What follows belongs to an exercise in optimizing a design on an open flow for small area, a short achievable clock period and few clock cycles; a production flow would make more cautious choices.
At most, simulation tests tie the RTL to the original design; equivalence was not proved.
Only the layout flow was run in run 3; the RTL was not checked for function there.
No activity file was given, so power comes from the tool's default toggle rates.

==> flow/design.v (outline; a module is shown in full before it is edited, if it fits) <==
// module rs_enc2: 29 lines
// module rs_net_lo: 1721 lines
// module rs_net_hi: 95 lines
// module reel_block_tx: 146 lines
module reel_block_tx (
  input  wire        clk,
  input  wire        rst,
  input  wire [4:0]  blk_init,
  input  wire [7:0]  seq_init,
  input  wire [39:0] in_data,
  input  wire        in_valid,
  output wire        in_ready,
  output reg  [39:0] out_data,
  output reg         out_valid,
  output reg         out_sob,
  input  wire        out_ready
);
  // ...
==> flow/run.sh <==
#!/bin/bash
# synth_recipe.tcl (not shown) runs the flow's synth.tcl, then flattens the netlist and writes it again
# the make line also repeats each setting of config.mk as NAME=value (left out here)
make -C /OpenROAD-flow-scripts/flow DESIGN_CONFIG=/design/flow/config.mk WORK_HOME=/design/flow/orfs CLKGATE_MAP_FILE= SYNTH_SCRIPT=/design/flow/synth_recipe.tcl finish
==> flow/config.mk <==
export PLATFORM = sky130hd
export DESIGN_NAME = reel_block_tx
export DESIGN_NICKNAME = reel_block_tx
export VERILOG_FILES = /design/flow/design.v
export SDC_FILE = /design/flow/constraint.sdc
export NUM_CORES = 4
export LEC_CHECK = 0
export CAP_MARGIN = 20
export CORE_MARGIN = 2
export CORE_UTILIZATION = 40
export SETUP_SLACK_MARGIN = 4.3
export SLEW_MARGIN = 20
==> flow/constraint.sdc <==
create_clock -name core_clock -period 7.5 [get_ports {clk}]
set_input_delay 1.5000 -clock core_clock [delete_from_list [all_inputs] [get_ports {clk}]]
set_output_delay 1.5000 -clock core_clock [all_outputs]
set_load 0.01 [all_outputs]
==> results.toml, run 1 <==
[timing]
fin_worst_skew_ns = 0.0670
worstMarginPinSlew_ns = 1.18

[placement]
dp_hpwl_um = 210000
finalWeightedCongestion = 0.987

[min_path]
hp-class = "reg2reg"

[finish]
postLayoutCoreUtil_pct = 47.2
multi_input_area_share_pct = 45.3
final-clk-cell-share_pct = 5.24
nClkBuffers = 186

[power_and_ir_drop]
power_density_mw_per_mm2 = 330
p_comb_share_pct = 34.3
seq_power_share_pct = 41.1

[yosys]
synthAdderAreaFrac_pct = 0.120
synthXorXnorAreaFrac_pct = 46.7
syn_nets = 5635
synth.area.top_cells = "edfxtp_1 (46%), xnor2_1 (32%), xor2_1 (11%), dfxtp_1 (2.2%), xnor3_1 (1.2%)"

[global_routing]
grt_usage_pct = 32.0
grt_pass1_wl_um = 400000

[route]
drt-met1-wl_um = 120000
post_drt_via_cell_ratio = 5.53
dr.pass1.iters = 5
met3WireLength_um = 36400

[clocking]
cts_buffer_depth = 3

[critical_path]
path_buf_inv = 2
critPathLaunch = "u_rs_a.vr[18]"

[die]
io_pins = 100

[outcome]
outcome = "timing/DRC/antenna clean"
Testbench counts, summed over its fixed seeds: cycles 21,608.
==> inputs of run 2 (changes only) <==
--- a/flow/config.mk
+++ b/flow/config.mk
@@ -10,3 +10,3 @@
 export CORE_UTILIZATION = 40
-export SETUP_SLACK_MARGIN = 4.3
+export SETUP_SLACK_MARGIN = 3.5
 export SLEW_MARGIN = 20
==> results.toml, run 2 <==
[outcome]
outcome = "timing/DRC/antenna clean"

[timing]
hold_viol_final = 0
clock.fmax_ghz = 0.242
setup_viol = 0
maxSlewViolCount = 0
final.min_clock_period_ns = 4.13
fin_worst_skew_ns = 0.0533
min_period_over_period_pct = 55.0
max_slew_margin_pct = 10.7
rsz0062_at_grt = "no"
worstMarginPinSlew_ns = 1.33

[yosys]
synth_most_common_cell = "xnor2_1"
yosysWarnings = 2
yosysSeqAreaShare_pct = 47.9
synth_top_cells_by_count = "xnor2_1 (2640), edfxtp_1 (1112), xor2_1 (879)"
synth.area.top_cells = "edfxtp_1 (46%), xnor2_1 (32%), xor2_1 (11%), dfxtp_1 (2.2%), xnor3_1 (1.2%)"
yosysTopAreaCellShare_pct = 45.7
yosysTopAreaCell = "edfxtp_1"
syn_area_per_cell_um2 = 13.1
syn_nets = 5635
mappedNetlistArea_mm2 = 0.0731
synthDistinctLibCells = 50
ys_ff_latch = 1192
synthArstFlopShare_pct = 0
ys.flop_type = "edfxtp_1"
synthCells = 5571
synth-edff-count = 1112

[die]
row_count = 156
die_area_mm2 = 0.186
fp.dieH_um = 431
io_pins = 100
die_w_um = 431
initial_core_util_pct = 40.4
core-area_mm2 = 0.181

[route]
dr.pass1.iters = 5
drt_iter0_markers = 7242
route.detailed.drc = 0
finalWirelength_um = 294000
routed-via-count = 45800
post_drt_via_cell_ratio = 5.50
antenna_left = 0
routedWlPerCell_um = 35.2

[critical_path]
timing.critical_path.arrival_ns = 4.64
cp_max_fo = 21
start_kind = "flop"
rrSetupSlack_ns = 3.37
reg2reg_from = "u_rs_a.vr[0]"
cp_data_required_time_ns = 8.01
critPathCaptureType = "flop"
crit_type = "reg2reg"
r2r-end = "u_rs_a.q[475]"
worstRegToRegCells = 7

[clocking]
clk_pin_slew_ns = 0.06
cts_resized = 0
post-cts-setup-buffer-count = 0
htree_levels = 4
numCtsBuffers = 145
cts_tree = "done"
cts.sinks = 1192
cts_buffer_depth = 3
worstSkewPairLatency_ns = 0.81
postCtsHoldBufs = 0
clk_root_buffer_cell = "clkbuf_16"

[placement]
dp_hpwl_um = 208000
io_buffers = 99
finalWeightedCongestion = 1.00
place_inst = 8075

[finish]
area_growth_pct = 13.9
num-nets-final = 5916
instances_no_fill = 8340
mostFrequentLayoutCell = "xnor2_1"
postLayoutCoreUtil_pct = 46.0
reg.largest.list = "u_rs_a.q (460), u_rs_b.q (460), scr (58)"
drive_above_1_share_pct = 12.3
fillCellCount = 16600
most-common-layout-cells = "xnor2_1 (2596), edfxtp_1 (1112), xor2_1 (850)"

[power_and_ir_drop]
power_density_mw_per_mm2 = 336
p_total_mw = 28.0
peakVddDrop_v = 0.000198
p_leak_nw = 29.6

[min_path]
hold_path_depth = 1
hp-class = "reg2reg"
hp-start = "f1[22]"
holdPathEnd = "f1[22]"

[run]
maxCapViolCount = 0

[global_routing]
grt_pass1_wl_um = 390000
grt_max_degree = 141
grt_overflow_total = 0
grt_usage_pct = 31.1
antenna_found_initial = 4
grt_pass1_vias = 44100
==> run 2: cell counts after synthesis <==
Identical to the previous run, type by type.
==> run 2: worst max path at each step <==
stage | start | endpoint | slack, ns | depth (start not counted)
6_report | u_rs_a.vr[0] | u_rs_a.q[475] | 3.37 | 7
5_1_grt | u_rs_a.vr[0] | u_rs_a.q[475] | 3.51 | 7
3_3_place_gp | out_ready | u_rs_a.q[53] | 2.86 | 6
4_1_cts | out_ready | u_rs_a.q[126] | 3.66 | 6
3_5_place_dp | out_ready | u_rs_a.q[53] | 2.84 | 6
2_1_floorplan | out_ready | u_rs_a.q[100] | -1.67 | 4
==> run 2: logic make-up after synthesis <==
family | after synthesis | synth area share [%]
AO/OA/AOI/OAI | 81 | 0.705
XOR/XNOR | 3685 | 46.7
adder cells (fa/ha/maj) | 7 | 0.120
buffers and inverters | 252 | 1.78
flip-flops | 1192 | 47.9
multiplexers | 73 | 1.07
AND/OR/NAND/NOR | 281 | 1.71
==> run 2: critical path, stage by stage, from the launching register on <==
cell and delay (ns):
edfxtp_1 0.32, buf_4 0.59, xnor2_4 0.46, xnor2_2 0.79, buf_4 0.42, xor2_1 0.19, xnor2_1 0.83, xnor2_1 0.16
==> run 2: area by class of cell <==
type | instances | area [µm²] | share of cell area, %
multi-input cells | 4127 | 37600 | 45.1
flip-flops and latches | 1192 | 35000 | 42.0
clock buffers | 187 | 3990 | 4.79
repair buffers | 366 | 3110 | 3.74
well taps | 2370 | 2970 | 3.56
clock inverters | 77 | 553 | 0.664
inverters | 20 | 77.6 | 0.0932
diodes | 1 | 2.50 | 0.00301
==> run 2: per-layer routing <==
layer / share of wire, % / wire length (µm) / up-vias / track usage, %
met1: 40 / 118000 / 23400 / 43.0
met4: 5.6 / 16300 / 2 / 14.4
met3: 12 / 34800 / 654 / 8.11
met2: 42 / 124000 / 3119 / 45.5
li1: - / - / 18700 / -
met5: 0.0044 / 13 / - / 0
==> run 2: metrics by stage <==
step                setup TNS, ns  worst slack [ns]  hold slack, ns  area [µm²]
floorplan                -1603.95             -1.67           0.441       73100
global placement                0              2.86           0.456       78500
detailed placement              0              2.84           0.461       78700
CTS                             0              3.66           0.477       83200
global route                    0              3.51           0.487       83300
finish                          0              3.37           0.474       83300
==> run 2: power by group <==
part / leakage [nW] / internal [mW] / switching [mW]
Combinational: 14.2 / 4.39 / 5.07
Sequential: 13.2 / 10.3 / 1.33
Clock: 2.21 / 3.87 / 3.03
==> module reel_block_tx, before the edit <==
module reel_block_tx (
  input  wire        clk,
  input  wire        rst,
  input  wire [4:0]  blk_init,
  input  wire [7:0]  seq_init,
  input  wire [39:0] in_data,
  input  wire        in_valid,
  output wire        in_ready,
  output reg  [39:0] out_data,
  output reg         out_valid,
  output reg         out_sob,
  input  wire        out_ready
);
  localparam [47:0] CLAPPER  = 48'hF3A6_0C59_D21E;
  localparam [57:0] SCR_INIT = 58'h2C5_9A37_E1D0_64BB;
  function [15:0] crc16_64(input [63:0] bits);
    integer i;
    reg [15:0] c;
    reg        b;
    begin
      c = 16'hFFFF;
      for (i = 63; i >= 0; i = i - 1) begin
        b = c[15] ^ bits[i];
        c  = {c[14:0], 1'b0} ^ (b ? 16'h1021 : 16'h0000);
      end
      crc16_64 = c;
    end
  endfunction
  function [97:0] scramble40(input [57:0] s_in);
    integer i;
    reg [57:0] s;
    reg [39:0] ks;
    reg        f;
    begin
      s = s_in;
      for (i = 39; i >= 0; i = i - 1) begin
        f     = s[57] ^ s[38];
        ks[i] = f;
        s     = {s[56:0], f};
      end
      scramble40 = {s, ks};
    end
  endfunction
  reg [8:0] word;       
  reg       w0;         
  reg       w1;         
  reg       wh;         
  reg       wd;         
  reg       wp;         
  reg       wl;         
  reg [4:0] blk;
  reg [7:0] seq;
  reg [15:0] crc;
  reg [3:0] fl;         
  reg       fb;         
  reg       zv;         
  reg [39:0] f0, f1;    
  reg        v0, v1;
  assign in_ready = ~v1;
  wire adv  = ~out_valid | out_ready;
  wire step = adv & ~fb & (~wd | v0);
  wire pop  = step & wd;
  wire push = in_valid & ~v1;
  always @(posedge clk) begin
    if (rst) begin
      v0 <= 1'b0;
      v1 <= 1'b0;
    end else begin
      case ({push, pop})
        2'b01: begin v0 <= v1; v1 <= 1'b0; end
        2'b10: begin v0 <= 1'b1; v1 <= v0; end
        default: ;
      endcase
    end
    if (pop | ~v0)
      f0 <= v1 ? f1 : in_data;
    if (~v1)
      f1 <= in_data;
  end
  wire [39:0] hdr = w0 ? CLAPPER[47:8] : {CLAPPER[7:0], 3'b000, blk, seq, crc};
  wire [39:0] d   = wh ? hdr : f0;
  wire [9:0] pa_hi, pa_lo, pb_hi, pb_lo;
  rs_enc2 u_rs_a (
    .clk(clk), .en(step | fb), .zv(zv), .clr(fb),
    .d_hi(d[39:30]), .d_lo(d[19:10]),
    .p_hi(pa_hi), .p_lo(pa_lo)
  );
  rs_enc2 u_rs_b (
    .clk(clk), .en(step | fb), .zv(zv), .clr(fb),
    .d_hi(d[29:20]), .d_lo(d[9:0]),
    .p_hi(pb_hi), .p_lo(pb_lo)
  );
  reg  [57:0] scr;
  wire [97:0] scr_out = scramble40(scr);
  wire [39:0] plain   = wp ? {pa_hi, pb_hi, pa_lo, pb_lo} : d;
  wire [39:0] line    = plain ^ (scr_out[39:0] & {40{~wh}});
  always @(posedge clk) begin
    crc <= crc16_64({CLAPPER, 3'b000, blk, seq});
    if (step)
      scr <= w1 ? SCR_INIT : scr_out[97:40];
    if (rst) begin
      word      <= 9'd0;
      w0        <= 1'b1;
      w1        <= 1'b0;
      wh        <= 1'b1;
      wd        <= 1'b0;
      wp        <= 1'b0;
      wl        <= 1'b0;
      blk       <= blk_init;
      seq       <= seq_init;
      fl        <= 4'd11;
      fb        <= 1'b1;
      zv        <= 1'b1;
      out_valid <= 1'b0;
    end else begin
      if (fb) begin
        fl <= fl - 4'd1;
        if (fl == 4'd0) begin
          fb <= 1'b0;
          zv <= 1'b0;
        end
      end
      if (adv)
        out_valid <= step;
      if (step) begin
        word <= wl ? 9'd0 : word + 9'd1;
        w0   <= wl;
        w1   <= w0;
        wh   <= wl | w0;
        wd   <= w1 | (wd & (word != 9'd423));
        wp   <= (wd & (word == 9'd423)) | (wp & ~wl);
        zv   <= (wd & (word == 9'd423)) | (wp & ~wl);
        wl   <= (word == 9'd446);
        if (wl) begin
          blk <= blk + 5'd1;
          if (blk == 5'd31)
            seq <= seq + 8'd1;
        end
      end
    end
    if (step) begin
      out_data <= line;
      out_sob  <= w0;
    end
  end
endmodule
==> inputs of run 3 (changes only) <==
--- a/flow/design.v
+++ b/flow/design.v
@@ -1901,24 +1901,37 @@
   reg       zv;         
-  reg [39:0] f0, f1;    
-  reg        v0, v1;
-  assign in_ready = ~v1;
-  wire adv  = ~out_valid | out_ready;
-  wire step = adv & ~fb & (~wd | v0);
+  wire [39:0] line;     
+  reg [39:0] f0;
+  reg        v0;
+  reg        ir;
+  assign in_ready = ir;
+  reg [39:0] sk_data;
+  reg        sk_sob;
+  reg        sk_v;
+  wire step = ~fb & ~sk_v & (~wd | v0);    
   wire pop  = step & wd;
-  wire push = in_valid & ~v1;
+  wire push = in_valid & ir;
+  wire ofree = ~out_valid | out_ready;      
+  wire fb_n  = rst | (fb & (fl != 4'd0));
+  wire skv_n = ~rst & ~ofree & (sk_v | step);
+  wire v0_n  = ~rst & (push | (v0 & ~pop));
+  wire wd_n  = ~rst & (step ? (w1 | (wd & (word != 9'd423))) : wd);
+  wire st_n  = ~fb_n & ~skv_n & (~wd_n | v0_n);
   always @(posedge clk) begin
-    if (rst) begin
-      v0 <= 1'b0;
-      v1 <= 1'b0;
-    end else begin
-      case ({push, pop})
-        2'b01: begin v0 <= v1; v1 <= 1'b0; end
-        2'b10: begin v0 <= 1'b1; v1 <= v0; end
-        default: ;
-      endcase
+    v0 <= v0_n;
+    ir <= ~v0_n | (st_n & wd_n);
+    if (ir)
+      f0 <= in_data;
+    sk_v <= skv_n;
+    if (~sk_v) begin
+      sk_data <= line;
+      sk_sob  <= w0;
+    end
+    if (rst)
+      out_valid <= 1'b0;
+    else if (ofree)
+      out_valid <= sk_v | step;
+    if (ofree & (sk_v | step)) begin
+      out_data <= sk_v ? sk_data : line;
+      out_sob  <= sk_v ? sk_sob : w0;
     end
-    if (pop | ~v0)
-      f0 <= v1 ? f1 : in_data;
-    if (~v1)
-      f1 <= in_data;
   end
@@ -1940,3 +1953,3 @@
   wire [39:0] plain   = wp ? {pa_hi, pb_hi, pa_lo, pb_lo} : d;
-  wire [39:0] line    = plain ^ (scr_out[39:0] & {40{~wh}});
+  assign      line    = plain ^ (scr_out[39:0] & {40{~wh}});
   always @(posedge clk) begin
@@ -1958,3 +1971,2 @@
       zv        <= 1'b1;
-      out_valid <= 1'b0;
     end else begin
@@ -1967,4 +1979,2 @@
       end
-      if (adv)
-        out_valid <= step;
       if (step) begin
@@ -1985,6 +1995,2 @@
     end
-    if (step) begin
-      out_data <= line;
-      out_sob  <= w0;
-    end
   end
--- a/flow/config.mk
+++ b/flow/config.mk
@@ -10,3 +10,4 @@
 export CORE_UTILIZATION = 40
-export SETUP_SLACK_MARGIN = 3.5
+export CTS_CLUSTER_SIZE = 30
+export SETUP_SLACK_MARGIN = 4.5
 export SLEW_MARGIN = 20
==> results.toml, run 3 <==
[route]
routedWlPerCell_um = 36.3
route.detailed.drc = 0
antenna_left = 0
post_drt_via_cell_ratio = 5.54
finalWirelength_um = 310000
drt_iter0_markers = 7699
routed-via-count = 47400
dr.pass1.iters = 5

[power_and_ir_drop]
peakVddDrop_v = 0.000216
p_leak_nw = 30.9
power_density_mw_per_mm2 = 330

[finish]
most-common-layout-cells = "xnor2_1 (2529), edfxtp_1 (1112), xor2_1 (762)"
mostFrequentLayoutCell = "xnor2_1"
postLayoutCoreUtil_pct = 47.4
reg.largest.list = "u_rs_a.q (460), u_rs_b.q (460), scr (58)"
num-nets-final = 6041
drive_above_1_share_pct = 15.3
instances_no_fill = 8555
area_growth_pct = 18.1
fin_area_mm2 = 0.0868

[die]
core-area_mm2 = 0.183
die_area_mm2 = 0.187
io_pins = 100
initial_core_util_pct = 40.2
fp.dieH_um = 433
row_count = 157
die_w_um = 433

[global_routing]
grt_max_degree = 157
antenna_found_initial = 5
grt_overflow_total = 0
grt_usage_pct = 32.8
grt_pass1_wl_um = 409000
grt_pass1_vias = 45000

[clocking]
postCtsHoldBufs = 0
cts.sinks = 1194
cts_tree = "done"
htree_levels = 4
numCtsBuffers = 144
clk_pin_slew_ns = 0.06
worstSkewPairLatency_ns = 0.84
clk_root_buffer_cell = "clkbuf_16"
cts_buffer_depth = 3

[yosys]
synth.area.top_cells = "edfxtp_1 (45%), xnor2_1 (32%), xor2_1 (10%), dfxtp_1 (2.2%), xnor3_1 (2.2%)"
ys_ff_latch = 1194
syn_area_per_cell_um2 = 13.1
mappedNetlistArea_mm2 = 0.0735
yosysSeqAreaShare_pct = 47.7
ys.flop_type = "edfxtp_1"
synthCells = 5621
syn_nets = 5684
synthArstFlopShare_pct = 0
synth_top_cells_by_count = "xnor2_1 (2643), edfxtp_1 (1112), xor2_1 (845)"
synthDistinctLibCells = 61
synth_most_common_cell = "xnor2_1"
yosysTopAreaCellShare_pct = 45.4
yosysWarnings = 2
yosysTopAreaCell = "edfxtp_1"
synth-edff-count = 1112

[min_path]
hp-class = "reg2reg"

[timing]
hold_viol_final = 0
min_period_over_period_pct = 41.9
setup_viol = 0
worstMarginPinSlew_ns = 1.25
final.min_clock_period_ns = 3.14
clock.fmax_ghz = 0.318
tns_ns = 0
fin_worst_skew_ns = 0.0856
max_slew_margin_pct = 16.1
rsz0062_at_grt = "yes"
worst_slack_ns = 4.36
maxSlewViolCount = 0

[outcome]
outcome = "timing/DRC/antenna clean"

[critical_path]
timing.critical_path.arrival_ns = 3.65
critPathCaptureType = "flop"
cp_common_cell = "buf_4"
cp_max_fo = 17
crit_family = "XOR/XNOR gates"
start_kind = "flop"
cp_data_required_time_ns = 8.00
cpMaxStageDelayCell = "xnor2_1"
cp_cell_sequence = "buf_4 > xnor2_2 > buf_4 > xnor2_2 > buf_4 > xnor2_1 > xnor2_1"
path_buf_inv = 3
critPathMaxStageDelay_ns = 0.75
crit_type = "reg2reg"

[placement]
dp_hpwl_um = 215000
finalWeightedCongestion = 1.03
place_inst = 8203
placed_cell_area_mm2 = 0.0792
dp_slack_ns = 3.35
io_buffers = 99

[run]
maxCapViolCount = 0
## run 3: cell count changes in the layout (fill, tap and decap cells not counted), moves of 15 or more
| cell | change |
|---|---|
| clkdlybuf4s50_1 | -43 |
| clkdlybuf4s15_1 | +15 |
| xor2_1 | -88 |
| xnor2_1 | -67 |
| buf_2 | +18 |
| mux2i_1 | -17 |
| nor3_1 | +26 |
| xnor3_1 | +25 |
| mux2_2 | -33 |
| xnor2_2 | +33 |
| buf_6 | +46 |
| xnor2_4 | +27 |
| xor2_4 | +34 |
## run 3: layout make-up
cell class / count / area [µm²]
tap: 2464 / 3080
inverter: 21 / 78.8
fill: 16400 / 96100
clock buffer: 180 / 3870
timing repair buffer: 455 / 4260
multi-input combinational: 4162 / 39600
clock inverter: 77 / 831
antenna: 2 / 5.00
sequential: 1194 / 35000
## run 3: metrics by stage
step / power [mW] / hold WS, ns
3_3_place_gp: 20.9 / 0.449
3_5_place_dp: 20.9 / 0.454
6_report: 28.6 / 0.467
2_1_floorplan: 17.8 / 0.430
5_1_grt: 29.4 / 0.491
4_1_cts: 28.3 / 0.463
## run 3: worst min-delay path: stages (launching register included)
cell and delay, ns:
dfxtp_1 0.30, inv_1 0.05, a21oi_1 0.07
## run 3: per-layer routing
metal,vias to the layer above,wire (µm),global-route usage (%)
li1,19100,-,-
met3,716,37100,8.53
met4,0,19800,17.7
met5,-,0,0
met2,3371,129000,46.5
met1,24200,124000,45.5
## run 3: final timing paths
| kind | from | to | slack [ns] | cells after the start |
|---|---|---|---|---|
| setup reg to reg | u_rs_a.vr[0] | u_rs_a.q[462] | 4.36 | 7 |
| hold reg to reg | sk_data[23] | sk_data[23] | 0.47 | 2 |
| hold / removal | sk_data[23] | sk_data[23] | 0.47 | 2 |
| setup / recovery | u_rs_a.vr[0] | u_rs_a.q[462] | 4.36 | 7 |
## run 3: report_power, final
group	switching (mW)	leakage, nW	internal, mW
clock network	3.09	2.30	4.10
registers	1.39	13.2	10.3
logic	5.25	15.4	4.51
total	9.74	30.9	18.9
## run 3: logic make-up (layout without fill, tap and decap cells)
group,after synthesis,after routing,share of synthesized area [%]
AOI/OAI and AO/OA,129,129,1.19
buffers and inverters,266,733,1.84
muxes,26,26,0.371
xor gates and xnor gates,3673,3673,46.8
and+or+nand+nor,327,328,2.05
DFF,1194,1194,47.7
adders and majority gates,6,6,0.102
other,0,2,0
## run 3: what timing repair did
item / in CTS / in global routing
setup buffers: 81 / 9
cloned: 3 / 0
resized for setup: 374 / 81
pin swaps: 23 / 5
setup endpoints to repair: 823 / 499
==> inputs of run 4 (changes only) <==
--- a/flow/design.v
+++ b/flow/design.v
@@ -1902,6 +1902,4 @@
   wire [39:0] line;     
-  reg [39:0] f0;
-  reg        v0;
-  reg        ir;
-  assign in_ready = ir;
+  reg        ir;        
+  reg        go;        
   reg [39:0] sk_data;
@@ -1909,5 +1907,4 @@
   reg        sk_v;
-  wire step = ~fb & ~sk_v & (~wd | v0);    
-  wire pop  = step & wd;
-  wire push = in_valid & ir;
+  assign in_ready = ir;
+  wire step  = go & (~wd | in_valid);       
   wire ofree = ~out_valid | out_ready;      
@@ -1915,10 +1912,7 @@
   wire skv_n = ~rst & ~ofree & (sk_v | step);
-  wire v0_n  = ~rst & (push | (v0 & ~pop));
   wire wd_n  = ~rst & (step ? (w1 | (wd & (word != 9'd423))) : wd);
-  wire st_n  = ~fb_n & ~skv_n & (~wd_n | v0_n);
+  wire go_n  = ~fb_n & ~skv_n;
   always @(posedge clk) begin
-    v0 <= v0_n;
-    ir <= ~v0_n | (st_n & wd_n);
-    if (ir)
-      f0 <= in_data;
+    go   <= go_n;
+    ir   <= go_n & wd_n;
     sk_v <= skv_n;
@@ -1938,3 +1932,3 @@
   wire [39:0] hdr = w0 ? CLAPPER[47:8] : {CLAPPER[7:0], 3'b000, blk, seq, crc};
-  wire [39:0] d   = wh ? hdr : f0;
+  wire [39:0] d   = wh ? hdr : in_data;
   wire [9:0] pa_hi, pa_lo, pb_hi, pb_lo;
--- a/flow/config.mk
+++ b/flow/config.mk
@@ -9,5 +9,4 @@
 export CORE_MARGIN = 2
-export CORE_UTILIZATION = 40
-export CTS_CLUSTER_SIZE = 30
-export SETUP_SLACK_MARGIN = 4.5
+export CORE_UTILIZATION = 55
+export SETUP_SLACK_MARGIN = 4.6
 export SLEW_MARGIN = 20
==> results.toml, run 4 <==
[global_routing]
grt_usage_pct = 44.3
grt_pass1_wl_um = 397000
grt_max_degree = 158
antenna_found_initial = 2
grt_overflow_total = 0
grt_pass1_vias = 45000

[die]
core-area_mm2 = 0.130
die_w_um = 366
initial_core_util_pct = 55.5
io_pins = 100
row_count = 132
fp.dieH_um = 366
die_area_mm2 = 0.134

[timing]
fin_worst_skew_ns = 0.0258
rsz0062_at_grt = "yes"
tns_ns = 0
clock.fmax_ghz = 0.330
worstMarginPinSlew_ns = 1.26
final.min_clock_period_ns = 3.03
min_period_over_period_pct = 40.4
setup_viol = 0
maxSlewViolCount = 0
worst_slack_ns = 4.47
hold_viol_final = 0
max_slew_margin_pct = 15.1

[critical_path]
start_kind = "flop"
critPathCaptureType = "flop"
worstRegToRegCells = 7
reg2reg_from = "u_rs_b.vr[4]"
rrSetupSlack_ns = 4.47
crit_type = "reg2reg"
cp_max_fo = 14
r2r-end = "u_rs_b.q[70]"
cp_data_required_time_ns = 8.02
timing.critical_path.arrival_ns = 3.55
critPathLaunch = "u_rs_b.vr[4]"

[route]
dr.pass1.iters = 6
routedWlPerCell_um = 38.7
route.detailed.drc = 0
finalWirelength_um = 301000
post_drt_via_cell_ratio = 6.02
drt_iter0_markers = 6985
antenna_left = 0
routed-via-count = 46800

[yosys]
ys.flop_type = "edfxtp_1"
synth_most_common_cell = "xnor2_1"
synth_top_cells_by_count = "xnor2_1 (2634), edfxtp_1 (1072), xor2_1 (854)"
mappedNetlistArea_mm2 = 0.0720
synthDistinctLibCells = 54
synth.area.top_cells = "edfxtp_1 (45%), xnor2_1 (32%), xor2_1 (10%), dfxtp_1 (2.3%), xnor3_1 (1.8%)"
yosysTopAreaCell = "edfxtp_1"
yosysTopAreaCellShare_pct = 44.7
synth-edff-count = 1072
syn_nets = 5613
yosysSeqAreaShare_pct = 47.0
yosysWarnings = 2
syn_area_per_cell_um2 = 13.0
ys_ff_latch = 1154
synthArstFlopShare_pct = 0
synthCells = 5550

[placement]
finalWeightedCongestion = 1.01
place_inst = 7413
placed_cell_area_mm2 = 0.0769
dp_hpwl_um = 210000
io_buffers = 99
dp_slack_ns = 3.28

[min_path]
holdPathEnd = "sk_data[4]"
hp-start = "sk_data[4]"
hp-class = "reg2reg"
hold_path_depth = 2

[clocking]
clk_pin_slew_ns = 0.06
cts.sinks = 1154
clk_root_buffer_cell = "clkbuf_16"
cts_buffer_depth = 3
numCtsBuffers = 140
worstSkewPairLatency_ns = 0.78
htree_levels = 4
postCtsHoldBufs = 0
cts_tree = "done"

[finish]
reg.largest.list = "u_rs_a.q (460), u_rs_b.q (460), scr (58)"
postLayoutCoreUtil_pct = 65.4
num-nets-final = 5985
fillCellCount = 9796
fin_area_mm2 = 0.0847
most-common-layout-cells = "xnor2_1 (2512), edfxtp_1 (1072), xor2_1 (748)"
mostFrequentLayoutCell = "xnor2_1"
area_growth_pct = 17.7
drive_above_1_share_pct = 16.5
instances_no_fill = 7769

[run]
maxCapViolCount = 0

[power_and_ir_drop]
p_leak_nw = 30.2
power_density_mw_per_mm2 = 337
peakVddDrop_v = 0.000248

[outcome]
outcome = "timing/DRC/antenna clean"
## run 4: changes by cell type in the layout (fill, tap and decap cells not counted), sizes merged, moves of 8 or more
cell	before	now
buf	367	402
inv	28	19
edfxtp	1112	1072
a211oi	1	9
xnor2	2697	2683
a21oi	26	15
xor2	895	914
nor3	33	24
xnor3	71	57
clkdlybuf4s15	18	4
## run 4: how the worst max path moves through the flow
stage	cells past startpoint	slack [ns]	to
CTS	1	4.53	out_data[37]
floorplan	3	-1.33	u_rs_a.q[100]
finish	7	4.47	u_rs_b.q[70]
global placement	6	3.29	u_rs_a.q[115]
global route	7	4.50	u_rs_a.q[396]
detailed placement	6	3.28	u_rs_a.q[115]
## run 4: routing by layer
metal,wire (µm),track usage [%],up-vias
li1,-,-,18800
met1,106000,54.3,23300
met2,130000,66.1,3584
met3,31300,9.09,1131
met4,33300,39.7,0
met5,0,0,-
## run 4: cells by family (layout without fill, tap and decap cells)
kind of cell	after synthesis	in the layout	share of synthesized area, %
adder cells (fa/ha/maj)	6	6	0.104
flip-flops	1154	1154	47.0
AO/OA/AOI/OAI	126	126	1.20
multiplexers	24	24	0.353
XOR/XNOR	3667	3667	47.5
other	0	1	0
AND/OR/NAND/NOR	315	317	2.00
buffers and inverters	258	732	1.81
## run 4: through the flow
| stage | hold slack [ns] | power, mW |
|---|---|---|
| after global placement | 0.454 | 21.2 |
| after detailed placement | 0.457 | 21.2 |
| after floorplan | 0.431 | 18.0 |
| after CTS | 0.471 | 28.2 |
| after global routing | 0.492 | 29.3 |
| final | 0.468 | 28.6 |
## run 4: worst max-delay path: stages (launching register included)
cell      delay (ns)
edfxtp_1        0.34
buf_6           0.29
buf_8           0.29
xor2_2          0.23
xnor2_4         0.65
xor2_1          0.41
xnor2_1         0.15
xnor2_1         0.40
## run 4: cell type report
type	instances	area, µm²	area share [%]
diodes	1	2.50	0.00295
inverters	16	61.3	0.0724
clock inverters	67	588	0.694
well taps	1742	2180	2.57
multi-input cells	4140	39700	46.9
repair buffers	470	4560	5.38
clock buffers	179	3800	4.48
flip-flops and latches	1154	33800	39.9
## run 4: what timing repair did
item / CTS / global route
setup endpoints to repair: 1670 / 620
gates resized for setup: 481 / 73
pin swaps: 29 / 5
buffers inserted: 80 / 22
gates cloned: 3 / 4
## run 4: power breakdown
part	total, mW	internal (mW)	switching (mW)	leakage, nW
clock	6.75	3.88	2.88	2.15
sequential	11.6	10.1	1.43	12.7
combinational	10.3	4.78	5.49	15.4
Testbench counts of run 4, summed over its fixed seeds: cycles 21,608.
==> inputs of run 5 (changes only) <==
--- a/flow/config.mk
+++ b/flow/config.mk
@@ -10,3 +10,6 @@
 export CORE_UTILIZATION = 55
-export SETUP_SLACK_MARGIN = 4.6
+export CTS_CLUSTER_DIAMETER = 120
+export CTS_CLUSTER_SIZE = 16
+export PLACE_DENSITY = 0.72
+export SETUP_SLACK_MARGIN = 4.7
 export SLEW_MARGIN = 20
==> results.toml, run 5 <==
[clocking]
clk_pin_slew_ns = 0.08
postCtsHoldBufs = 0
worstSkewPairLatency_ns = 0.76
cts_buffer_depth = 3
htree_levels = 3
cts_tree = "done"
cts.sinks = 1154
clk_root_buffer_cell = "clkbuf_16"
numCtsBuffers = 82

[finish]
fillCellCount = 9759
area_growth_pct = 17.4
drive_above_1_share_pct = 16.8
multi_input_area_mm2 = 0.0401
instances_no_fill = 7726
num-nets-final = 6017
fin_area_mm2 = 0.0845
mostFrequentLayoutCell = "xnor2_1"
most-common-layout-cells = "xnor2_1 (2494), edfxtp_1 (1072), xor2_1 (741)"
postLayoutCoreUtil_pct = 65.2
reg.largest.list = "u_rs_a.q (460), u_rs_b.q (460), scr (58)"
layout.area.seq_mm2 = 0.0338

[power_and_ir_drop]
peakVddDrop_v = 0.000223
p_leak_nw = 30.1
power_density_mw_per_mm2 = 315

[global_routing]
grt_overflow_total = 0
grt_pass1_wl_um = 393000
grt_usage_pct = 43.4
grt_pass1_vias = 45800
antenna_found_initial = 7
grt_max_degree = 96

[min_path]
hp-class = "reg2reg"

[route]
finalWirelength_um = 297000
route.detailed.drc = 0
drt_iter0_markers = 8402
post_drt_via_cell_ratio = 6.17
antenna_left = 0
dr.pass1.iters = 5
routedWlPerCell_um = 38.5
routed-via-count = 47700

[yosys]
synth-simple-area-share_pct = 2.00
synthAdderAreaFrac_pct = 0.104
synthCells = 5550
synth-compound-area-share_pct = 1.20
synth.area.top_cells = "edfxtp_1 (45%), xnor2_1 (32%), xor2_1 (10%), dfxtp_1 (2.3%), xnor3_1 (1.8%)"
yosysTopAreaCell = "edfxtp_1"
ys.flop_type = "edfxtp_1"
synth_top_cells_by_count = "xnor2_1 (2634), edfxtp_1 (1072), xor2_1 (854)"
yosysSeqAreaShare_pct = 47.0
synth_mux_area_share_pct = 0.353
synth-edff-count = 1072
synth_top_family_by_area = "XOR/XNOR gates"
yosysTopAreaCellShare_pct = 44.7
syn_area_per_cell_um2 = 13.0
ys_ff_latch = 1154
mappedNetlistArea_mm2 = 0.0720
synthArstFlopShare_pct = 0
synthXorXnorAreaFrac_pct = 47.5
synthDistinctLibCells = 54
synth_most_common_cell = "xnor2_1"
syn_nets = 5613
yosysWarnings = 2

[timing]
clock.fmax_ghz = 0.332
fin_worst_skew_ns = 0.0464
max_slew_margin_pct = 18.7
maxSlewViolCount = 0
worstMarginPinSlew_ns = 1.22
min_period_over_period_pct = 40.2
setup_viol = 0
rsz0062_at_grt = "yes"
holdWs_ns = 0.472
hold_viol_final = 0
final.min_clock_period_ns = 3.02

[placement]
io_buffers = 99
finalWeightedCongestion = 1.05
placed_cell_area_mm2 = 0.0768
dp_hpwl_um = 204000
place_inst = 7411

[die]
fp.dieH_um = 366
io_pins = 100
initial_core_util_pct = 55.5
core-area_mm2 = 0.130
row_count = 132
die_w_um = 366
die_area_mm2 = 0.134

[critical_path]
cp_data_required_time_ns = 7.95
start_kind = "flop"
critPathCaptureType = "flop"
timing.critical_path.arrival_ns = 3.47
cp_max_fo = 21
crit_type = "reg2reg"

[run]
maxCapViolCount = 0

[outcome]
outcome = "timing/DRC/antenna clean"
run 5: cell families after synthesis:
logic type	after synthesis
DFF	1154
adders and majority gates	6
buffers and inverters	258
and+or+nand+nor	315
muxes	24
xor gates and xnor gates	3667
AOI/OAI and AO/OA	126
run 5: power by group:
| group | total, mW | leakage (nW) | internal [mW] | switching [mW] |
|---|---|---|---|---|
| logic | 10.5 | 16.3 | 4.88 | 5.62 |
| clock network | 4.52 | 1.11 | 2.03 | 2.49 |
| registers | 11.6 | 12.7 | 10.1 | 1.49 |
| total | 26.6 | 30.1 | 17.0 | 9.60 |
run 5: final cells by class:
type | instances | share of cell area, %
clock buffers | 103 | 2.52
clock inverters | 8 | 0.219
multi-input cells | 4139 | 47.4
repair buffers | 561 | 7.15
well taps | 1742 | 2.58
diodes | 3 | 0.00888
inverters | 16 | 0.0711
flip-flops and latches | 1154 | 40.0
run 5: routing by layer:
metal  global-route usage [%]  share of wire (%)
met2                     61.5                 41
met3                     14.3                 14
met5                   0.0356              0.075
met1                     55.2                 35
met4                     32.1                9.3
run 5: through the flow:
stage	setup WS (ns)	power [mW]	TNS (ns)
after detailed placement	3.19	21.2	0
after floorplan	-1.33	18.0	-1280.26
after CTS	4.51	26.0	0
after global placement	3.20	21.1	0
final	4.48	26.6	0
after global routing	4.57	27.2	0
run 5: worst paths after layout:
kind | endpoint | slack (ns) | cells after the start | from
hold / removal | sk_data[4] | 0.47 | 2 | sk_data[4]
setup reg to reg | u_rs_b.q[454] | 4.48 | 4 | u_rs_b.vr[5]
hold reg to reg | sk_data[4] | 0.47 | 2 | sk_data[4]
setup / recovery | u_rs_b.q[454] | 4.48 | 4 | u_rs_b.vr[5]
run 5: repair_timing:
| item | CTS | global route |
|---|---|---|
| cloned | 12 | 7 |
| setup buffers | 132 | 50 |
| gates resized for setup | 575 | 119 |
| endpoints found under the setup margin | 1843 | 553 |
| pin swaps | 35 | 11 |
run 5: critical path: stages, from the launching register on:
cell      delay, ns
edfxtp_1       0.42
buf_8          0.25
xnor2_1        0.87
xor2_1         0.36
xnor2_1        0.75
==> inputs of run 6 (changes only) <==
--- a/flow/config.mk
+++ b/flow/config.mk
@@ -12,3 +12,2 @@
 export CTS_CLUSTER_SIZE = 16
-export PLACE_DENSITY = 0.72
 export SETUP_SLACK_MARGIN = 4.7
==> results.toml, run 6 <==
[outcome]
outcome = "timing/DRC/antenna clean"

[finish]
reg.largest.list = "u_rs_a.q (460), u_rs_b.q (460), scr (58)"
area_growth_pct = 17.3
num-nets-final = 6006
drive_above_1_share_pct = 17.1
fin_area_mm2 = 0.0844
most-common-layout-cells = "xnor2_1 (2489), edfxtp_1 (1072), xor2_1 (738)"
instances_no_fill = 7717
fillCellCount = 9795
mostFrequentLayoutCell = "xnor2_1"

[yosys]
yosysWarnings = 2
synth_top_cells_by_count = "xnor2_1 (2634), edfxtp_1 (1072), xor2_1 (854)"
synthCells = 5550
yosysSeqAreaShare_pct = 47.0
synth-edff-count = 1072
ys_ff_latch = 1154
synthDistinctLibCells = 54
yosysTopAreaCell = "edfxtp_1"
yosysTopAreaCellShare_pct = 44.7
synth.area.top_cells = "edfxtp_1 (45%), xnor2_1 (32%), xor2_1 (10%), dfxtp_1 (2.3%), xnor3_1 (1.8%)"
syn_area_per_cell_um2 = 13.0
ys.flop_type = "edfxtp_1"
synth_most_common_cell = "xnor2_1"
mappedNetlistArea_mm2 = 0.0720
synthArstFlopShare_pct = 0
syn_nets = 5613

[critical_path]
cp_data_required_time_ns = 7.94
rrSetupSlack_ns = 4.56
start_kind = "flop"
worstRegToRegCells = 6
crit_type = "reg2reg"
critPathCaptureType = "flop"
timing.critical_path.arrival_ns = 3.38
cp_max_fo = 13

[timing]
holdWs_ns = 0.476
maxSlewViolCount = 0
final.min_clock_period_ns = 2.94
clock.fmax_ghz = 0.340
hold_viol_final = 0
fin_worst_skew_ns = 0.0324
setup_viol = 0
min_period_over_period_pct = 39.2
max_slew_margin_pct = 19.8
worstMarginPinSlew_ns = 1.19
rsz0062_at_grt = "yes"

[die]
initial_core_util_pct = 55.5
fp.dieH_um = 366
io_pins = 100
core-area_mm2 = 0.130
row_count = 132
die_area_mm2 = 0.134
die_w_um = 366

[route]
routed-via-count = 46900
drt_iter0_markers = 7451
route.detailed.drc = 0
routedWlPerCell_um = 39.3
post_drt_via_cell_ratio = 6.07
finalWirelength_um = 303000
dr.pass1.iters = 6
antenna_left = 0

[placement]
io_buffers = 99
placed_cell_area_mm2 = 0.0769
finalWeightedCongestion = 1.03
place_inst = 7420
dp_hpwl_um = 211000

[power_and_ir_drop]
p_leak_nw = 30.0
peakVddDrop_v = 0.000201
power_density_mw_per_mm2 = 314

[run]
maxCapViolCount = 0

[min_path]
hold_path_depth = 1
hp-class = "reg2reg"

[global_routing]
grt_usage_pct = 44.7
grt_pass1_wl_um = 401000
antenna_found_initial = 5
grt_overflow_total = 0
grt_max_degree = 96
grt_pass1_vias = 45100

[clocking]
numCtsBuffers = 82
clk_pin_slew_ns = 0.09
clk_root_buffer_cell = "clkbuf_16"
cts_buffer_depth = 3
postCtsHoldBufs = 0
cts.sinks = 1154
htree_levels = 3
cts_tree = "done"
worstSkewPairLatency_ns = 0.74
## run 6: repair_timing
| action | in CTS | in global routing |
|---|---|---|
| buffers inserted | 114 | 56 |
| endpoints found under the hold margin | 0 | 0 |
| endpoints found under the setup margin | 1899 | 708 |
| pin swaps | 46 | 17 |
| cloned | 9 | 2 |
| resized for setup | 609 | 149 |
## run 6: cell families after synthesis
family / count (synthesis) / share of synthesized area, %
AO/OA/AOI/OAI: 126 / 1.20
XOR/XNOR: 3667 / 47.5
adder cells (fa/ha/maj): 6 / 0.104
buffers and inverters: 258 / 1.81
flip-flops: 1154 / 47.0
multiplexers: 24 / 0.353
AND/OR/NAND/NOR: 315 / 2.00
## run 6: where the power goes
group          switching, mW  internal [mW]  leakage [nW]
combinational           5.63           4.90          16.2
clock                   2.46           2.03          1.10
sequential              1.39           10.1          12.7
total                   9.49           17.0          30.0
## run 6: final cells by class
type | instances | area, µm² | share of cell area (%)
multi-input combinational | 4140 | 40400 | 47.8
clock inverter | 8 | 134 | 0.159
clock buffer | 107 | 2150 | 2.54
antenna | 1 | 2.50 | 0.00296
inverter | 16 | 65.1 | 0.0771
sequential | 1154 | 33800 | 40.1
timing repair buffer | 549 | 5670 | 6.72
tap | 1742 | 2180 | 2.58
## run 6: path summary, 6_finish.rpt
kind,start,to
max,u_rs_b.vr[11],u_rs_b.q[126]
min,sk_data[32],sk_data[32]
max reg2reg,u_rs_b.vr[11],u_rs_b.q[126]
min reg2reg,sk_data[32],sk_data[32]
## run 6: layer usage
layer  global-route usage, %  vias to the layer above  wire length [µm]
li1                        -                    18800                 -
met3                    9.26                     1063             32200
met5                       0                        -                34
met1                    55.1                    23400            106000
met4                    38.1                        6             32100
met2                    67.3                     3654            133000
## run 6: through the flow
stage | setup slack, ns | power (mW) | TNS, ns | util, %
3_5_place_dp | 3.16 | 21.3 | 0 | 59.3
3_3_place_gp | 3.18 | 21.2 | 0 | 59.2
2_1_floorplan | -1.33 | 18.0 | -1280.26 | -
6_report | 4.56 | 26.5 | 0 | 65.1
4_1_cts | 4.58 | 26.0 | 0 | 64.0
5_1_grt | 4.57 | 27.2 | 0 | 65.1
## run 6: critical path, stage by stage (launching register included)
cell and delay, ns:
edfxtp_1 0.46, buf_4 0.28, xnor2_2 0.18, buf_4 0.31, xnor2_1 0.90, xnor2_1 0.27
xnor2_1 0.22
==> inputs of run 7 (changes only) <==
--- a/flow/config.mk
+++ b/flow/config.mk
@@ -9,3 +9,3 @@
 export CORE_MARGIN = 2
-export CORE_UTILIZATION = 55
+export CORE_UTILIZATION = 45
 export CTS_CLUSTER_DIAMETER = 120
==> results.toml, run 7 <==
[power_and_ir_drop]
intPower_mw = 17.0
clkPwrFrac_pct = 17.2
p_comb_share_pct = 39.1
peakVddDrop_v = 0.000206
p_total_mw = 26.6
switching_share_pct = 35.8
power.switching_mw = 9.51
seq_power_share_pct = 43.7
power_density_mw_per_mm2 = 311
p_leak_nw = 30.3

[route]
routedWlPerCell_um = 38.4
routed-via-count = 46600
met2_length_um = 133000
drt-met1-wl_um = 115000
route.detailed.drc = 0
met3WireLength_um = 33100
dr.max_layer_used = "met5"
antenna_left = 0
post_drt_via_cell_ratio = 5.77
dr.pass1.iters = 5
drt_iter0_markers = 7238
finalWirelength_um = 309000

[timing]
maxSlewViolCount = 0
worstMarginPinSlew_ns = 1.18
tns_ns = 0
rsz0062_at_grt = "yes"
min_period_over_period_pct = 39.1
fin_worst_skew_ns = 0.0651
clock.fmax_ghz = 0.341
hold_viol_final = 0
max_slew_margin_pct = 21.3
setup_viol = 0
final.min_clock_period_ns = 2.93

[die]
fp.dieH_um = 404
row_count = 146
initial_core_util_pct = 45.4
core-area_mm2 = 0.159
die_w_um = 404
io_pins = 100
die_area_mm2 = 0.163

[yosys]
yosysTopAreaCell = "edfxtp_1"
yosysTopAreaCellShare_pct = 44.7
ys_ff_latch = 1154
synthArstFlopShare_pct = 0
synthCells = 5550
synth_most_common_cell = "xnor2_1"
ys.flop_type = "edfxtp_1"
syn_nets = 5613
syn_area_per_cell_um2 = 13.0
yosysWarnings = 2
synth.area.top_cells = "edfxtp_1 (45%), xnor2_1 (32%), xor2_1 (10%), dfxtp_1 (2.3%), xnor3_1 (1.8%)"
synth_top_cells_by_count = "xnor2_1 (2634), edfxtp_1 (1072), xor2_1 (854)"
synthDistinctLibCells = 54
yosysSeqAreaShare_pct = 47.0
mappedNetlistArea_mm2 = 0.0720
synth-edff-count = 1072

[critical_path]
crit_type = "reg2reg"
rrSetupSlack_ns = 4.57
worstRegToRegCells = 8
cp_data_required_time_ns = 7.97
timing.critical_path.arrival_ns = 3.40
critPathCaptureType = "flop"
start_kind = "flop"
cp_max_fo = 14

[global_routing]
grt_usage_pct = 37.0
grt_pass1_wl_um = 403000
grt_pass1_vias = 44700
grt_max_degree = 78
grt_overflow_total = 0
antenna_found_initial = 3

[min_path]
hold_path_depth = 1
hp-class = "reg2reg"

[clocking]
worstSkewPairLatency_ns = 0.76
numCtsBuffers = 82
cts_buffer_depth = 3
htree_levels = 3
clk_pin_slew_ns = 0.08
cts.sinks = 1154
clk_root_buffer_cell = "clkbuf_16"
cts_tree = "done"

[finish]
area_growth_pct = 18.6
num-nets-final = 6028
mostFrequentLayoutCell = "xnor2_1"
fillCellCount = 13400
reg.largest.list = "u_rs_a.q (460), u_rs_b.q (460), scr (58)"
drive_above_1_share_pct = 17.1
most-common-layout-cells = "xnor2_1 (2495), edfxtp_1 (1072), xor2_1 (738)"
instances_no_fill = 8066

[placement]
dp_hpwl_um = 212000
place_inst = 7747
finalWeightedCongestion = 1.00
io_buffers = 99

[run]
maxCapViolCount = 0

[outcome]
outcome = "timing/DRC/antenna clean"
==> run 7: repair_timing <==
item / CTS / global route
gates cloned: 14 / 27
setup endpoints to repair: 1844 / 858
pin swaps: 41 / 13
gates resized for setup: 596 / 114
setup buffers: 127 / 38
hold buffers: 0 / 0
==> run 7: per-layer routing <==
metal | up-vias | track usage (%)
met5 | - | 0
met4 | 2 | 26.4
met3 | 956 | 8.05
met2 | 3393 | 55.3
met1 | 23400 | 47.5
li1 | 18800 | -
==> run 7: cell families (layout without fill, tap and decap cells) <==
| family | Yosys count | count (layout) | share of synthesized area, % |
|---|---|---|---|
| compound gates | 126 | 126 | 1.20 |
| xor+xnor | 3667 | 3667 | 47.5 |
| fa+ha+maj | 6 | 6 | 0.104 |
| buf+inv | 258 | 698 | 1.81 |
| flops | 1154 | 1154 | 47.0 |
| mux | 24 | 24 | 0.353 |
| other cells | 0 | 2 | 0 |
| simple gates | 315 | 317 | 2.00 |
==> run 7: through the flow <==
stage	util (%)	setup slack, ns	area [µm²]	hold WS, ns
3_3_place_gp	48.7	2.88	77200	0.450
2_1_floorplan	-	-1.33	72000	0.431
5_1_grt	53.8	4.55	85300	0.483
4_1_cts	52.8	4.47	83700	0.480
6_report	53.8	4.57	85300	0.475
3_5_place_dp	48.8	3.15	77300	0.458
==> run 7: worst paths after layout <==
path,startpoint,end
setup / recovery,u_rs_a.vr[18],out_data[34]
setup reg to reg,u_rs_a.vr[18],out_data[34]
hold reg to reg,sk_data[20],sk_data[20]
hold / removal,sk_data[20],sk_data[20]
==> run 7: final cells by class <==
class | count | area [µm²] | area share (%)
antenna | 2 | 5.00 | 0.00586
clock buffer | 102 | 2130 | 2.49
clock inverter | 9 | 204 | 0.239
inverter | 16 | 67.6 | 0.0792
multi-input combinational | 4140 | 40200 | 47.1
sequential | 1154 | 33800 | 39.7
tap | 2072 | 2590 | 3.04
timing repair buffer | 570 | 6280 | 7.36
timing repair inverter | 1 | 5.00 | 0.00586
==> run 7: power by group through the flow <==
stage                     combinational [mW]  sequential (mW)  clock (mW)
after floorplan                         7.09             10.9           0
after global placement                  9.66             11.6           0
after detailed placement                9.69             11.6           0
after CTS                               10.1             11.5        4.60
after global routing                    10.8             11.7        4.77
final                                   10.4             11.6        4.56
==> run 7: critical path, stage by stage (launching register included) <==
cell      delay [ns]
edfxtp_1        0.42
buf_12          0.26
xor2_4          0.27
buf_8           0.27
xor2_4          0.22
buf_12          0.27
xnor3_2         0.45
nor4_1          0.34
a211oi_1        0.11
==> inputs of run 8 (changes only) <==
--- a/flow/config.mk
+++ b/flow/config.mk
@@ -9,3 +9,3 @@
 export CORE_MARGIN = 2
-export CORE_UTILIZATION = 45
+export CORE_UTILIZATION = 50
 export CTS_CLUSTER_DIAMETER = 120
==> results.toml, run 8 <==
[die]
die_w_um = 383
core-area_mm2 = 0.143
row_count = 139
initial_core_util_pct = 50.2
io_pins = 100
die_area_mm2 = 0.147
fp.dieH_um = 383

[yosys]
syn_area_per_cell_um2 = 13.0
synth-edff-count = 1072
yosysSeqAreaShare_pct = 47.0
yosysWarnings = 2
synthCells = 5550
ys_ff_latch = 1154
ys.flop_type = "edfxtp_1"
synthArstFlopShare_pct = 0
syn_nets = 5613
synth_most_common_cell = "xnor2_1"
synth_top_cells_by_count = "xnor2_1 (2634), edfxtp_1 (1072), xor2_1 (854)"
synthDistinctLibCells = 54
synth.area.top_cells = "edfxtp_1 (45%), xnor2_1 (32%), xor2_1 (10%), dfxtp_1 (2.3%), xnor3_1 (1.8%)"
mappedNetlistArea_mm2 = 0.0720
yosysTopAreaCell = "edfxtp_1"
yosysTopAreaCellShare_pct = 44.7

[timing]
final.min_clock_period_ns = 2.93
fin_worst_skew_ns = 0.0480
min_period_over_period_pct = 39.0
worstMarginPinSlew_ns = 1.16
clock.fmax_ghz = 0.342
max_slew_margin_pct = 22.2
hold_viol_final = 0
rsz0062_at_grt = "yes"
maxSlewViolCount = 0
setup_viol = 0

[clocking]
worstSkewPairLatency_ns = 0.77
numCtsBuffers = 82
postCtsHoldBufs = 0
htree_levels = 3
clk_root_buffer_cell = "clkbuf_16"
cts.sinks = 1154
cts_buffer_depth = 3
cts_tree = "done"
clk_pin_slew_ns = 0.07

[finish]
mostFrequentLayoutCell = "xnor2_1"
fin_area_mm2 = 0.0845
drive_above_1_share_pct = 17.0
reg.largest.list = "u_rs_a.q (460), u_rs_b.q (460), scr (58)"
num-nets-final = 6001
layout.area.seq_mm2 = 0.0338
fillCellCount = 11800
multi_input_area_mm2 = 0.0402
most-common-layout-cells = "xnor2_1 (2479), edfxtp_1 (1072), xor2_1 (739)"
insertedDiodeCount = 0
area_growth_pct = 17.4

[global_routing]
antenna_found_initial = 2
grt_max_degree = 81
busiest_layer = "met2"
grt_use_met1_pct = 51.2
grt_pass1_vias = 44500
grt_overflow_total = 0
use_met2_pct = 64.0
grt_usage_pct = 41.2
grt_pass1_wl_um = 402000
met3_usage_pct = 6.72

[critical_path]
cp_data_required_time_ns = 7.93
start_kind = "flop"
critPathLaunch = "u_rs_b.vr[5]"
crit_type = "reg2reg"
rrSetupSlack_ns = 4.57
cp_max_fo = 21
critPathCaptureType = "flop"
worstRegToRegCells = 4
reg2reg_from = "u_rs_b.vr[5]"
timing.critical_path.arrival_ns = 3.36
crit_path_end = "u_rs_b.q[454]"
r2r-end = "u_rs_b.q[454]"

[run]
maxCapViolCount = 0

[route]
drt_iter0_markers = 6550
post_drt_via_cell_ratio = 5.82
dr.pass1.iters = 6
finalWirelength_um = 306000
antenna_left = 0
route.detailed.drc = 0
routed-via-count = 45800
routedWlPerCell_um = 38.9

[power_and_ir_drop]
p_total_mw = 26.5
peakVddDrop_v = 0.000229
power_density_mw_per_mm2 = 314
p_leak_nw = 30.0

[placement]
dp_hpwl_um = 212000
io_buffers = 99
placed_cell_area_mm2 = 0.0771
finalWeightedCongestion = 1.02

[outcome]
outcome = "timing/DRC/antenna clean"

[min_path]
hp-class = "reg2reg"
-- run 8: report_power, final --
part	switching (mW)	total, mW	internal (mW)	leakage, nW
Clock	2.53	4.56	2.03	1.11
Sequential	1.38	11.5	10.1	12.7
Combinational	5.56	10.5	4.90	16.2
Total	9.47	26.5	17.0	30.0
-- run 8: area by class of cell --
type / count / area share (%)
timing repair buffer: 544 / 6.76
clock buffer: 100 / 2.51
multi-input combinational: 4140 / 47.6
inverter: 16 / 0.0726
sequential: 1154 / 40.1
tap: 1903 / 2.82
clock inverter: 8 / 0.221
-- run 8: worst min-delay path by stage --
stage                start  cells past startpoint     endpoint
2_1_floorplan   sk_data[0]                      2   sk_data[0]
3_3_place_gp    sk_data[4]                      2   sk_data[4]
3_5_place_dp    sk_data[4]                      2   sk_data[4]
4_1_cts         sk_data[4]                      2   sk_data[4]
5_1_grt        sk_data[36]                      1  sk_data[36]
6_report        sk_data[4]                      2   sk_data[4]
-- run 8: stage by stage --
stage	utilization, %	hold slack [ns]	setup slack (ns)	TNS, ns	instances
floorplan	-	0.431	-1.33	-1280.26	5550
global placement	53.8	0.450	3.18	0	7584
detailed placement	53.8	0.460	3.16	0	7586
CTS	58.1	0.478	4.57	0	7813
global route	59.0	0.497	4.59	0	7865
finish	59.0	0.468	4.57	0	7865
-- run 8: per-layer routing --
metal	wire [µm]	part of all wire, %
met3	28700	9.4
met1	110000	36
met2	137000	45
met4	29300	9.6
met5	12	0.0039
-- run 8: worst max-delay path, cell delays in order, from the launching register on --
cell	delay (ns)
edfxtp_1	0.42
buf_12	0.22
xnor2_1	0.76
xor2_1	0.42
xnor2_1	0.73
-- run 8: cells by family after synthesis --
family	after synthesis	share of synthesized area, %
fa+ha+maj	6	0.104
xor+xnor	3667	47.5
simple gates	315	2.00
compound gates	126	1.20
buf+inv	258	1.81
mux	24	0.353
flops	1154	47.0
-- run 8: repair_timing --
action	CTS	global route
pin swaps	38	13
buffers inserted	106	46
gates cloned	13	6
endpoints found under the setup margin	1800	645
gates resized for setup	604	102
==> inputs of run 9 (changes only) <==
--- a/flow/config.mk
+++ b/flow/config.mk
@@ -9,6 +9,6 @@
 export CORE_MARGIN = 2
-export CORE_UTILIZATION = 50
+export CORE_UTILIZATION = 58
 export CTS_CLUSTER_DIAMETER = 120
 export CTS_CLUSTER_SIZE = 16
-export SETUP_SLACK_MARGIN = 4.7
+export SETUP_SLACK_MARGIN = 4.65
 export SLEW_MARGIN = 20
==> results.toml, run 9 <==
[yosys]
synthAdderAreaFrac_pct = 0.104
syn_nets = 5613
synth-compound-area-share_pct = 1.20
synthCells = 5550
yosysSeqAreaShare_pct = 47.0
ys_ff_latch = 1154
yosysTopAreaCellShare_pct = 44.7
synth.area.top_cells = "edfxtp_1 (45%), xnor2_1 (32%), xor2_1 (10%), dfxtp_1 (2.3%), xnor3_1 (1.8%)"
synthDistinctLibCells = 54
synth_top_family_by_area = "XOR/XNOR gates"
synth_top_cells_by_count = "xnor2_1 (2634), edfxtp_1 (1072), xor2_1 (854)"
synth_most_common_cell = "xnor2_1"
synthXorXnorAreaFrac_pct = 47.5
yosysWarnings = 2
synth_mux_area_share_pct = 0.353
synth-edff-count = 1072
yosysTopAreaCell = "edfxtp_1"
synth-simple-area-share_pct = 2.00
syn_area_per_cell_um2 = 13.0
ys.flop_type = "edfxtp_1"
mappedNetlistArea_mm2 = 0.0720
synthArstFlopShare_pct = 0

[global_routing]
antenna_found_initial = 1
grt_pass1_vias = 44900
grt_pass1_wl_um = 390000
grt_overflow_total = 0
grt_max_degree = 92
grt_usage_pct = 46.2

[timing]
rsz0062_at_grt = "yes"
final.min_clock_period_ns = 3.02
min_period_over_period_pct = 40.3
fin_worst_skew_ns = 0.0371
hold_viol_final = 0
clock.fmax_ghz = 0.331
max_slew_margin_pct = 18.8
setup_viol = 0
maxSlewViolCount = 0
holdWs_ns = 0.480
worstMarginPinSlew_ns = 1.21

[die]
initial_core_util_pct = 58.3
fp.dieH_um = 356
core-area_mm2 = 0.123
row_count = 129
die_w_um = 356
io_pins = 100
die_area_mm2 = 0.127

[route]
drt-met1-wl_um = 101000
dr.pass1.iters = 5
drt_iter0_markers = 7330
met2_length_um = 130000
route.detailed.drc = 0
antenna_left = 0
dr.max_layer_used = "met4"
finalWirelength_um = 297000
routedWlPerCell_um = 39.1
routed-via-count = 46800
post_drt_via_cell_ratio = 6.16
met3WireLength_um = 32600

[power_and_ir_drop]
intPower_mw = 17.0
p_leak_nw = 29.7
seq_power_share_pct = 43.6
power_density_mw_per_mm2 = 315
peakVddDrop_v = 0.000278
p_comb_share_pct = 39.4
switching_share_pct = 35.5
clkPwrFrac_pct = 17.0
power.switching_mw = 9.36

[critical_path]
timing.critical_path.arrival_ns = 3.48
critPathCaptureType = "flop"
start_kind = "flop"
worstRegToRegCells = 7
cp_data_required_time_ns = 7.95
crit_type = "reg2reg"
cp_max_fo = 19

[finish]
reg.largest.list = "u_rs_a.q (460), u_rs_b.q (460), scr (58)"
instances_no_fill = 7598
postLayoutCoreUtil_pct = 67.7
area_growth_pct = 16.1
drive_above_1_share_pct = 16.3
most-common-layout-cells = "xnor2_1 (2495), edfxtp_1 (1072), xor2_1 (758)"
mostFrequentLayoutCell = "xnor2_1"
num-nets-final = 5992

[clocking]
cts_tree = "done"
clk_root_buffer_cell = "clkbuf_16"
htree_levels = 3
cts.sinks = 1154
numCtsBuffers = 82
cts_buffer_depth = 3
worstSkewPairLatency_ns = 0.75
clk_pin_slew_ns = 0.08

[placement]
dp_hpwl_um = 206000
finalWeightedCongestion = 1.05
place_inst = 7319
io_buffers = 99

[run]
maxCapViolCount = 0

[min_path]
hp-class = "reg2reg"
hold_path_depth = 2

[outcome]
outcome = "timing/DRC/antenna clean"
## run 9: cell counts after synthesis
No cell type changed its count.
## run 9: logic make-up after synthesis
family          count (synthesis)
mux                            24
flops                        1154
xor+xnor                     3667
fa+ha+maj                       6
buf+inv                       258
simple gates                  315
compound gates                126
## run 9: routing by layer
layer	vias to the layer above	GRT usage (%)
met5	-	0
met4	0	40.2
met3	1074	9.31
met2	3699	70.1
met1	23300	56.6
li1	18800	-
## run 9: through the flow
stage / TNS [ns] / total power [mW] / worst slack, ns / area, µm²
2_1_floorplan: -1280.26 / 18.0 / -1.33 / 72000
3_3_place_gp: 0 / 21.1 / 3.09 / 76700
3_5_place_dp: 0 / 21.2 / 3.02 / 76700
4_1_cts: 0 / 25.9 / 4.53 / 82400
5_1_grt: 0 / 26.9 / 4.58 / 83500
6_report: 0 / 26.3 / 4.48 / 83600
## run 9: layout make-up
class                      count  area [µm²]
tap                         1637        2050
clock buffer                 106        2140
fill                        9234       39900
sequential                  1154       33800
timing repair buffer         535        5450
antenna                        2        5.00
clock inverter                 8         130
multi-input combinational   4140       39900
inverter                      16        62.6
## run 9: path summary, 6_finish.rpt
kind | start | endpoint | slack [ns]
min reg2reg | sk_data[4] | sk_data[4] | 0.48
max | u_rs_a.vr[19] | u_rs_a.q[452] | 4.48
min | sk_data[4] | sk_data[4] | 0.48
max reg2reg | u_rs_a.vr[19] | u_rs_a.q[452] | 4.48
## run 9: repair_timing
item,CTS,global route
endpoints found under the hold margin,0,0
pin swaps,28,15
buffers inserted,104,45
setup endpoints to repair,1779,510
cloned,8,6
gates resized for setup,515,110
hold buffers,0,0
## run 9: worst max-delay path, stage by stage (launching register included)
cell and delay (ns):
edfxtp_1 0.36, buf_6 0.42, xor2_4 0.18, buf_6 0.34, xnor2_2 0.20, buf_6 0.37, xor2_1 0.20, xnor2_1 0.54
## run 9: power by group through the flow
stage	Clock, mW	Combinational, mW	Sequential [mW]
global route	4.68	10.7	11.6
detailed placement	0	9.68	11.5
finish	4.48	10.4	11.5
global placement	0	9.58	11.5
floorplan	0	7.09	10.9
CTS	4.49	10.0	11.4
==> inputs of run 10 (changes only) <==
--- a/flow/config.mk
+++ b/flow/config.mk
@@ -9,6 +9,6 @@
 export CORE_MARGIN = 2
-export CORE_UTILIZATION = 58
+export CORE_UTILIZATION = 55
 export CTS_CLUSTER_DIAMETER = 120
 export CTS_CLUSTER_SIZE = 16
-export SETUP_SLACK_MARGIN = 4.65
+export SETUP_SLACK_MARGIN = 4.75
 export SLEW_MARGIN = 20
==> results.toml, run 10 <==
[yosys]
yosysTopAreaCellShare_pct = 44.7
synth_top_cells_by_count = "xnor2_1 (2634), edfxtp_1 (1072), xor2_1 (854)"
ys.flop_type = "edfxtp_1"
syn_area_per_cell_um2 = 13.0
yosysTopAreaCell = "edfxtp_1"
synthArstFlopShare_pct = 0
yosysSeqAreaShare_pct = 47.0
synthCells = 5550
syn_nets = 5613
synth_most_common_cell = "xnor2_1"
ys_ff_latch = 1154
synthDistinctLibCells = 54
synth.area.top_cells = "edfxtp_1 (45%), xnor2_1 (32%), xor2_1 (10%), dfxtp_1 (2.3%), xnor3_1 (1.8%)"
yosysWarnings = 2
synth-edff-count = 1072
mappedNetlistArea_mm2 = 0.0720

[power_and_ir_drop]
clkPwrFrac_pct = 16.8
peakVddDrop_v = 0.000200
p_leak_nw = 30.4
power_density_mw_per_mm2 = 312
intPower_mw = 17.1
p_total_mw = 26.6
seq_power_share_pct = 43.2
switching_share_pct = 35.8
p_comb_share_pct = 39.9
power.switching_mw = 9.52

[global_routing]
grt_pass1_wl_um = 403000
grt_usage_pct = 45.0
grt_overflow_total = 0
antenna_found_initial = 1
grt_pass1_vias = 45500
grt_max_degree = 86

[finish]
area_growth_pct = 18.4
most-common-layout-cells = "xnor2_1 (2476), edfxtp_1 (1072), xor2_1 (733)"
num-nets-final = 6057
mostFrequentLayoutCell = "xnor2_1"
instances_no_fill = 7767
drive_above_1_share_pct = 18.0
fillCellCount = 9905
reg.largest.list = "u_rs_a.q (460), u_rs_b.q (460), scr (58)"

[critical_path]
worstRegToRegCells = 8
cp_cell_sequence = "buf_2"
crit_type = "reg2out"
cpMaxStageDelayCell = "edfxtp_1"
r2r-end = "u_rs_a.q[349]"
timing.critical_path.arrival_ns = 1.41
critPathCaptureType = "primary output"
cp_max_fo = 1
crit_family = "flip-flops"
path_buf_inv = 1
reg2reg_from = "u_rs_a.vr[19]"
cp_data_required_time_ns = 6.00
start_kind = "flop"
rrSetupSlack_ns = 4.61
critPathMaxStageDelay_ns = 0.50

[timing]
hold_viol_final = 0
min_period_over_period_pct = 38.8
holdWs_ns = 0.477
max_slew_margin_pct = 17.9
final.min_clock_period_ns = 2.91
fin_worst_skew_ns = 0.0318
maxSlewViolCount = 0
rsz0062_at_grt = "yes"
clock.fmax_ghz = 0.344
worstMarginPinSlew_ns = 1.22
setup_viol = 0

[route]
antenna_left = 0
dr.pass1.iters = 6
met2_length_um = 134000
post_drt_via_cell_ratio = 6.08
route.detailed.drc = 0
routedWlPerCell_um = 39.5
drt_iter0_markers = 7360
drt-met1-wl_um = 108000
routed-via-count = 47300
dr.max_layer_used = "met4"
finalWirelength_um = 307000
met3WireLength_um = 32000

[clocking]
postCtsHoldBufs = 0
worstSkewPairLatency_ns = 0.74
numCtsBuffers = 82
cts_buffer_depth = 3
cts_tree = "done"
clk_pin_slew_ns = 0.07
htree_levels = 3
clk_root_buffer_cell = "clkbuf_16"
cts.sinks = 1154

[placement]
dp_hpwl_um = 211000
io_buffers = 99
finalWeightedCongestion = 1.03
place_inst = 7418

[outcome]
outcome = "timing/DRC/antenna clean"

[run]
maxCapViolCount = 0

[min_path]
hp-class = "reg2reg"
hold_path_depth = 2
holdPathEnd = "sk_data[12]"
hp-start = "sk_data[12]"

[die]
initial_core_util_pct = 55.5
die_area_mm2 = 0.134
io_pins = 100
core-area_mm2 = 0.130
fp.dieH_um = 366
die_w_um = 366
row_count = 132
## run 10: cell type report
| cell class | instances | area, µm² | area share (%) |
|---|---|---|---|
| Timing Repair Buffer | 600 | 6340 | 7.44 |
| Clock buffer | 108 | 2170 | 2.55 |
| Antenna cell | 1 | 2.50 | 0.00294 |
| Sequential cell | 1154 | 33800 | 39.7 |
| Clock inverter | 6 | 90.1 | 0.106 |
| Tap cell | 1742 | 2180 | 2.56 |
| Multi-Input combinational cell | 4140 | 40500 | 47.6 |
| Inverter | 16 | 71.3 | 0.0837 |
## run 10: cell families after synthesis
logic type / count (synthesis) / share of synthesized area (%)
xor+xnor: 3667 / 47.5
simple gates: 315 / 2.00
compound gates: 126 / 1.20
buf+inv: 258 / 1.81
flops: 1154 / 47.0
mux: 24 / 0.353
fa+ha+maj: 6 / 0.104
## run 10: worst max-delay path by stage
| stage | depth (start not counted) | endpoint | startpoint |
|---|---|---|---|
| after floorplan | 3 | u_rs_a.q[100] | in_valid |
| after global placement | 5 | u_rs_b.q[288] | in_valid |
| after detailed placement | 5 | u_rs_b.q[243] | in_valid |
| after CTS | 1 | out_data[38] | out_data[38] |
| after global routing | 1 | out_data[38] | out_data[38] |
| final | 1 | out_data[13] | out_data[13] |
## run 10: per-stage QoR
step	setup slack [ns]	util, %	cell area, µm²	setup TNS [ns]
6_report	4.59	65.7	85200	0
5_1_grt	4.57	65.7	85200	0
4_1_cts	4.58	64.3	83400	0
3_5_place_dp	3.30	59.3	76800	0
3_3_place_gp	3.31	59.2	76700	0
2_1_floorplan	-1.33	-	72000	-1280.26
## run 10: per-layer routing
| layer | up-vias | global-route usage [%] |
|---|---|---|
| met1 | 23800 | 55.5 |
| met4 | 0 | 39.7 |
| met3 | 1067 | 9.18 |
| li1 | 18900 | - |
| met2 | 3537 | 67.2 |
| met5 | - | 0 |
## run 10: timing repair
action                     in CTS  in global routing
pin swaps                      42                 19
setup endpoints to repair    1911                795
gates resized for setup       638                140
cloned                         12                  8
setup buffers                 127                 87
## run 10: power groups by stage
stage                     Combinational [mW]  Clock (mW)  Sequential, mW
final                                   10.6        4.48            11.5
after global routing                    10.9        4.67            11.6
after CTS                               10.2        4.47            11.4
after detailed placement                9.77           0            11.5
after global placement                  9.70           0            11.5
after floorplan                         7.09           0            10.9

Setup slack of run 10, layout unchanged: 4.590 ns with ideal ports, 4.510 ns with driving cells assumed (clock clkbuf_16, inputs buf_2), 4.016 ns with port delays also shifted by the 0.799 ns mid clock arrival.
